This design comes from an exercise in tuning for small area, a short achievable clock period and few clock cycles per item on the open sky130 flow, not from production work. In this exercise RTL edits were held to simulation tests only and were not proved equivalent to the original. Power and IR drop assume default switching activity.

==> inputs of job 8732 <==
// ro_window
module ro_window (
    input  wire        clk,
    input  wire        rst,
    input  wire        rs_we,
    input  wire [3:0]  rs_idx,
    input  wire [23:0] rs_ci,
    input  wire [23:0] rs_cq,
    input  wire [23:0] rs_rad,
    input  wire        ns_we,
    input  wire [3:0]  ns_val,
    input  wire        win_valid,
    output wire        win_ready,
    input  wire [9:0]  win_int_len,
    input  wire [8:0]  win_len,
    input  wire [1:0]  win_spf,
    input  wire [5:0]  win_rshift,
    input  wire        win_strict,
    input  wire        win_verd,
    input  wire        frm_valid,
    output wire        frm_ready,
    input  wire [17:0] frm_di,
    input  wire [17:0] frm_dq,
    input  wire        frm_inv,
    output wire [7:0]  w_addr,
    input  wire [31:0] w_data,
    output reg         res_valid,
    output wire [23:0] res_ri,
    output wire [23:0] res_rq,
    output wire [10:0] res_inv_n,
    output reg  [3:0]  res_verdict
);
    reg [23:0] rci  [0:11];
    reg [23:0] rcq  [0:11];
    reg [23:0] rrad [0:11];
    reg [3:0]  ph;
    reg [3:0]  nstates;
    wire [3:0] ph_n = (ph >= 4'd11) ? 4'd0 : ph + 4'd1;
    function [3:0] ring_tag(input [3:0] p, input [3:0] phn);
        reg [3:0] v;
        begin
            v = (p >= phn) ? p - phn : p + 4'd12 - phn;
            if (v[0])
                ring_tag = 4'd6 + ((4'd11 - v) >> 1);
            else if (v == 4'd0)
                ring_tag = 4'd0;
            else
                ring_tag = (4'd12 - v) >> 1;
        end
  ...
clock: 17.5 ns
lec_check: 0
cap_margin: 20
core_margin: 2
core_utilization: 65
slew_margin: 20
standard.sh (not shown) runs the stock make flow with config.mk's settings and CLKGATE_MAP_FILE= SYNTH_SCRIPT=/design/flow/synth_recipe.tcl, a recipe that flattens the netlist after the stock synthesis.
==> flow/flow/run.sh <==
#!/bin/bash
# Layout flow: the standard ORFS layout (standard.sh) at the design's clock period and
# SDC, with the standard synthesis unchanged. Differences from the standard flow:
#  - a larger SETUP_SLACK_MARGIN, so that ORFS's repair_timing keeps sizing and buffering
#    the critical paths past the point where they just meet the 17.5 ns clock;
#  - the port buffers that ORFS inserts on every input and output are buf_4 cells.
set -euo pipefail
cd "$(dirname "$0")/.."
bash standard.sh synth > synth.log 2>&1
bash standard.sh SETUP_SLACK_MARGIN=13.0 "BUFFER_PORTS_ARGS=-buffer_cell sky130_fd_sc_hd__buf_4" finish > layout.log 2>&1
test -s out/final.def
==> inputs of job 2277, as changes to job 8732 <==
--- a/flow/flow/run.sh
+++ b/flow/flow/run.sh
@@ -8,4 +8,4 @@
 cd "$(dirname "$0")/.."
 bash standard.sh synth > synth.log 2>&1
-bash standard.sh SETUP_SLACK_MARGIN=13.0 "BUFFER_PORTS_ARGS=-buffer_cell sky130_fd_sc_hd__buf_4" finish > layout.log 2>&1
+bash standard.sh SETUP_SLACK_MARGIN=12.75 "BUFFER_PORTS_ARGS=-buffer_cell sky130_fd_sc_hd__buf_4" finish > layout.log 2>&1
 test -s out/final.def
==> impl_metrics.json <==
{
  "p_int_mw": 11.9,
  "holdPathEnd": "k4[0]",
  "hpwlAfterDp_um": 227000,
  "wl_met3_um": 27000,
  "drive_above_1_share_pct": 12.3,
  "pwr-share-seq_pct": 34.8,
  "avgViaCountPerCell": 6.15,
  "sh_seq_area_pct": 34.9,
  "avgRoutedWirePerCell_um": 25.9,
  "buf_share_pct": 3.98,
  "outcome": "finished clean"
}
(the above is from job 8732)
==> impl_metrics.json <==
{
  "r2r_start": "f2dq[9]",
  "layoutNonFillerInstCount": 12477,
  "gp_congestion": 1.02,
  "avgViaCountPerCell": 6.11,
  "hpwlAfterDp_um": 225000,
  "wl_met3_um": 24200,
  "p_int_mw": 11.8,
  "holdPathEnd": "k2[0]",
  "outcome": "finished clean",
  "largest_class": "multi-input combinational cells",
  "grt_pass1_wl_um": 474000,
  "pwr-share-seq_pct": 35.2,
  "avgRoutedWirePerCell_um": 25.2,
  "critPathSlowestCell": "dfxtp_4",
  "routed.top_layer": "met5",
  "dpl_cell_area_um2": 112000,
  "drive_above_1_share_pct": 10.9,
  "post-route-period-util_pct": 27.9,
  "sh_seq_area_pct": 35.4
}
(the above is from job 2277)
Testbench counts of job 8732, summed over its fixed seeds: cycles 156,570, windows 2,875.
Testbench counts of job 2277, summed over its fixed seeds: cycles 156,570, windows 2,875.

## what the ideal ports hide
Ports are ideal in the flow. The routed layouts listed here were re-timed in OpenROAD.
Step 1, drivers: a clkbuf_16 drives clk and a buf_2 each remaining input, both assumed.
Step 2 also shifts input and output timing later by t, the mid clock arrival at the registers, as if the neighbouring blocks saw the same clock.
Three values: ideal, step 1, step 2; two values: the first two.
run	t, ns	slack for setup (ns)	worst register clock-pin slew, ns	cell pins on the clock port's net
job 8732	0.924	12.609 / 12.515 / 12.262	0.07 / 0.07	1
job 2277	0.927	12.617 / 12.524 / 12.282	0.08 / 0.08	1
After both steps setup and hold are still met in every run listed. For job 8732, which loses most, drivers alone change the setup slack by -0.094 ns; drivers and shift together by -0.347 ns.
